Background: an optimization exercise with open tools, aiming at small area, a short achievable clock period and few clock cycles per item. Do not read the settings as production practice.
The RTL was checked by simulation tests, not by an equivalence proof against the original design.

==> flow/design.v (excerpt) <==
module mdu (
    input  wire        clk,
    input  wire        rst,         
    input  wire        in_valid,
    output wire        in_ready,
    input  wire [3:0]  in_op,
    input  wire [31:0] in_a,
    input  wire [31:0] in_b,
    input  wire [63:0] in_acc,      
    output reg         out_valid,
    output reg         out_fault,   
    output reg  [31:0] out_lo,
    output reg  [31:0] out_hi,
    output reg         out_n,
    output reg         out_z,
    output reg         out_v
);
    reg        rdy;               
    reg        hold;              
    reg        go;                
    reg [3:0]  i_op;
    reg [31:0] i_a, i_b;
    reg [63:0] i_acc;
    assign in_ready = rdy;
    wire accept = in_valid & rdy;
    reg        i_an, i_bn, i_as, i_ml;
    wire       in_sdiv = (in_op == 4'd10) | (in_op == 4'd12);
    always @(posedge clk)
        if (~hold) begin
            i_an  <= in_sdiv & in_a[31];
            i_bn  <= in_sdiv & in_b[31];
            i_as  <= (in_op != 4'd2) & in_a[31];
            i_ml  <= ~in_op[3] | (in_op[3:1] == 3'b100);    
            i_op  <= in_op;
            i_a   <= in_a;
            i_b   <= in_b;
            i_acc <= in_acc;
        end
    wire i_mul = i_ml;
    wire m1 = go & i_mul;         
    reg  m2;                      
    reg  fm;                      
    reg  [3:0]  f_op;
    reg  [65:0] ps, pc;           
    wire [34:0] ax   = {{3{i_as}}, i_a};
    wire        msub = (i_op == 4'd5) | (i_op == 4'd7) | (i_op == 4'd9);
    reg [65:0] init;
    always @(*) begin
        case (i_op)
            4'd4, 4'd5: init = {34'd0, i_acc[31:0]};
            4'd6, 4'd7: init = {{4{i_acc[31]}}, i_acc[31:0], {30{i_op[0]}}};   
            4'd8, 4'd9: init = {{2{i_acc[63]}}, i_acc};
            default:    init = 66'd0;
        endcase
    end
    wire [65:0] initx = init ^ {66{msub}};
    function [26:0] benc;
        input [18:0] w;
        integer k;
        begin
            for (k = 0; k < 9; k = k + 1) begin
                benc[3*k]   = w[2*k+1] ^ w[2*k];
                benc[3*k+1] = (w[2*k+2] & ~w[2*k+1] & ~w[2*k]) | (~w[2*k+2] & w[2*k+1] & w[2*k]);
                benc[3*k+2] = w[2*k+2] & ~(w[2*k+1] & w[2*k]);
  ...
Size: ~210 I/O pins.
export LEC_CHECK = 0
export CAP_MARGIN = 20
export CORE_MARGIN = 2
export CORE_UTILIZATION = 40
export SLEW_MARGIN = 20
create_clock -name core_clock -period 18.0 [get_ports {clk}]
run.sh (not shown) runs the stock make flow with config.mk's settings and CLKGATE_MAP_FILE= SYNTH_SCRIPT=/design/flow/synth_recipe.tcl, a recipe that flattens the netlist after the stock synthesis.
The first run passed the timing, DRC and antenna checks.
Testbench counts at the start, summed over its fixed seeds: cycles 45,834, items 12,000.
Rerun with:
==> flow/flow/run.sh (new file) <==
#!/bin/bash
set -e
export SETUP_SLACK_MARGIN=12.5
bash standard.sh > standard.log 2>&1
==> flow/standard.sh (new file) <==
#!/bin/bash
# synth_recipe.tcl (not shown) runs the flow's synth.tcl, then flattens the netlist and writes it again
# the make line also repeats each setting of config.mk as NAME=value (left out here)
make -C /OpenROAD-flow-scripts/flow DESIGN_CONFIG=/design/flow/config.mk WORK_HOME=/design/flow/orfs CLKGATE_MAP_FILE= SYNTH_SCRIPT=/design/flow/synth_recipe.tcl "${@:-finish}"
removed: flow/run.sh
After rerunning: Wire length climbs by about 2.8%. Utilization increases by 1.8 points. First-iteration DRC count rises by 1.9%. Worst hold slack barely changes. Final cell count came out higher by about 1.5%. Via count is higher by about 2%. Global-route usage climbs by 0.55 points.
Rerun with:
==> flow/run.sh (new file) <==
#!/bin/bash
# synth_recipe.tcl (not shown) runs the flow's synth.tcl, then flattens the netlist and writes it again
# the make line also repeats each setting of config.mk as NAME=value (left out here)
make -C /OpenROAD-flow-scripts/flow DESIGN_CONFIG=/design/flow/config.mk WORK_HOME=/design/flow/orfs CLKGATE_MAP_FILE= SYNTH_SCRIPT=/design/flow/synth_recipe.tcl finish
- CORE_UTILIZATION: 40 -> 65
- PLACE_DENSITY: unset -> 0.75
removed: flow/flow/run.sh
removed: flow/standard.sh
The changed run passed the timing, DRC and antenna checks.
Clock-buffer cell count is lower by 8.
Cell count falls by roughly a tenth.
First-iteration DRC count came out higher by well over a third.
Sequential share of layout area is higher by 1.1 points.
Global-route usage went up by 12 points.
Cell area decreases by a few percent.

* * *

## indigo
mdu, a different RTL version from the one above (not shown whole).
Size: ~7600 cells after synthesis, roughly 0.056 mm^2 of cells after synthesis.
clock: 18.0 ns
lec_check: 0
abc_area: 1
cap_margin: 20
core_margin: 2
core_utilization: 40
cts_buf_list: sky130_fd_sc_hd__clkbuf_4
slew_margin: 20
standard.sh (not shown) runs the stock make flow with config.mk's settings and CLKGATE_MAP_FILE= SYNTH_SCRIPT=/design/flow/synth_recipe.tcl, a recipe that flattens the netlist after the stock synthesis.
==> flow/flow/run.sh <==
#!/bin/bash
set -e
export SETUP_SLACK_MARGIN=13.0
export BUFFER_PORTS_ARGS="-buffer_cell sky130_fd_sc_hd__buf_2"
bash standard.sh > standard.log 2>&1
indigo: full flow OK, the timing, DRC and antenna checks passed
Testbench counts of indigo, summed over its fixed seeds: cycles 36,833, items 12,000.
Input changes introduced in zinc (baseline for comparison: indigo):
==> flow/flow/run.sh <==
#!/bin/bash
set -e
export SETUP_SLACK_MARGIN=12.5
export BUFFER_PORTS_ARGS="-buffer_cell sky130_fd_sc_hd__buf_2"
bash standard.sh > standard.log 2>&1
-- flow/config.mk --
<<< indigo, line 7
export LEC_CHECK = 0
export ABC_AREA = 1
export CAP_MARGIN = 20
>>> zinc, line 7
export LEC_CHECK = 0
export CAP_MARGIN = 20
Results
| standard-cell row count | zinc vs indigo | about 2.2% lower |
Core utilization is lower on zinc
More vias were needed by indigo than by zinc.
Where cell area after technology mapping is concerned, indigo is outperformed by zinc.
Measured against zinc, the total met3 wirelength after detailed routing of indigo comes out at 1.2 times the reference value.
[compare] base=indigo new=zinc: highest net fanout along the worst path up 30, portion of the clock cycle consumed by the worst path in the final layout now larger, simple-gate share of the synthesized area lower.
Taking indigo as 1.0, zinc lands at 0.942 on number of well-tap cells placed.
#### Input delta (onyx over zinc)
==> flow/flow/run.sh <==
#!/bin/bash
set -e
export SETUP_SLACK_MARGIN=13.5
export BUFFER_PORTS_ARGS="-buffer_cell sky130_fd_sc_hd__buf_2"
bash standard.sh > standard.log 2>&1
-- flow/config.mk --
<<< zinc, line 7
export LEC_CHECK = 0
export CAP_MARGIN = 20
>>> onyx, line 7
export LEC_CHECK = 0
export ABC_AREA = 1
export CAP_MARGIN = 20
Notes after the runs:
onyx went all the way through the flow, and no timing, DRC or antenna check failed.
Going from zinc to onyx, achievable clock frequency increased by about 5.4% relative to the old numbers; area of the multi-input gates increased by 7.0% relative to the old numbers; worst setup slack after layout increased by 0.28 ns relative to the old numbers; global-route wire length before repair increased by about 15% relative to the old numbers.
Between zinc and onyx, total number of cells along the worst setup path is lower for onyx, zinc comes in above that.
The final period utilization of onyx is lower than that of zinc.
For onyx, the worst-path cell with the longest stage delay was sky130_fd_sc_hd__dfxtp_2, unlike zinc, where it was sky130_fd_sc_hd__a222oi_1.
onyx reports its leading cell type in the layout, fill and taps excluded as sky130_fd_sc_hd__nand2_1 while zinc reports sky130_fd_sc_hd__inv_1.
Met3 capacity usage during global routing (lower): zinc
The following lists how maple was set up differently from onyx:
==> flow/flow/run.sh <==
#!/bin/bash
set -e
export SETUP_SLACK_MARGIN=12.5
export BUFFER_PORTS_ARGS="-buffer_cell sky130_fd_sc_hd__buf_2"
bash standard.sh > standard.log 2>&1
==> run notes <==
Comparing global-route usage for onyx and maple, the bigger number came from onyx.
maple vs. onyx: worst-margin pin slew fell 0.043 ns, post-route standard cell area excluding fillers fell about 9%, weighted congestion reported at the end of routability-driven placement rose 2.6%.
The higher clock distribution area overhead in the final layout came out of maple.
maple against onyx: cell count saw a decrease, number of clock buffers in the layout saw a decrease.
Layout multi-input combinational cell count of onyx is on par with maple.
Any difference in worst slack on hold paths between onyx and maple is small enough to ignore.
Relative to onyx, the global-route wire length before repair measured on maple has decreased by a few percent.

* * *

## run 1
mdu again, from the RTL that the note above started with.
## mdu
module mdu (
    input  wire        clk,
    input  wire        rst,         
    input  wire        in_valid,
    output wire        in_ready,
    input  wire [3:0]  in_op,
    input  wire [31:0] in_a,
    input  wire [31:0] in_b,
    input  wire [63:0] in_acc,      
    output reg         out_valid,
    output reg         out_fault,   
    output reg  [31:0] out_lo,
    output reg  [31:0] out_hi,
    output reg         out_n,
    output reg         out_z,
    output reg         out_v
);
clock: 18.0 ns
lec_check: 0
cap_margin: 20
core_margin: 2
core_utilization: 40
cts_buf_list: sky130_fd_sc_hd__clkbuf_8
slew_margin: 20
==> flow/flow/run.sh <==
#!/bin/bash
set -e
export SETUP_SLACK_MARGIN=12.5
export BUFFER_PORTS_ARGS="-buffer_cell sky130_fd_sc_hd__buf_2"
bash standard.sh > standard.log 2>&1
Testbench counts of run 1, summed over its fixed seeds: cycles 36,833, items 12,000.
[inputs] run 5 vs run 1
Settings: clearing CTS_BUF_LIST, which used to be sky130_fd_sc_hd__clkbuf_8.
--- a/flow/flow/run.sh
+++ b/flow/flow/run.sh
@@ -4 +3,0 @@
-export BUFFER_PORTS_ARGS="-buffer_cell sky130_fd_sc_hd__buf_2"
Results
- In the flow results for run 5 and run 1, the clock-buffer cell count is smaller on run 5.
- In run 5, the time the worst path needs with I/O delays and setup came out 0.020 ns above the value in run 1.
- Critical path launch point: sq_l -> run 1, i_a[13] -> run 5
- Diff run 1 -> run 5 | required time reported for the critical path endpoint | decrease of 0.07 ns
- Looking at worst setup slack, run 5 sits 0.020 ns lower than run 1 does.
- Run 5 against run 1: area share of and/or/nand/nor cells after synthesis now sits at about the same level; sequential cell area share now sits lower; first-pass GRT wire length now sits higher; final routed wirelength across all metal layers now sits higher; cell area after layout now sits higher.

what the ideal ports hide:
In the flow no input, the clock included, has a driving cell. The finished layouts below were timed again as built, in two steps. Step 1 sets driving cells, clkbuf_16 on the clock port and buf_2 on the other inputs (assumed; they add their load-dependent delay and slew). Step 2 also shifts input and output timing later by t, the mid clock arrival at the registers, as if the neighbouring blocks saw the same clock. Three values: ideal ports, drivers, drivers and shift; two values: the first two.
run	t (ns)	slack for setup (ns)	slew at the worst register clock pin (ns)	worst slew at a driven data input, ns
the first run of note 1	0.752	10.953 / 10.953 / 10.953	0.07 / 0.07	0.05
the second run of note 1	0.750	12.538 / 12.538 / 12.314	0.08 / 0.08	0.05
the third run of note 1	0.720	11.126 / 11.126 / 11.126	0.07 / 0.07	0.08
indigo	1.217	12.810 / 12.733 / 12.429	0.09 / 0.09	0.04
zinc	1.234	12.550 / 12.550 / 12.550	0.08 / 0.08	0.08
onyx	1.202	12.828 / 12.750 / 12.326	0.08 / 0.08	0.06
maple	1.192	12.684 / 12.684 / 12.487	0.09 / 0.09	0.04
run 1	0.905	12.561 / 12.561 / 12.559	0.08 / 0.08	0.08
run 5	0.768	12.541 / 12.541 / 12.541	0.08 / 0.08	0.06
After both steps setup and hold are still met in every run listed. The setup slack of onyx, which loses most, moves by -0.078 ns with the drivers and by -0.502 ns with both steps.
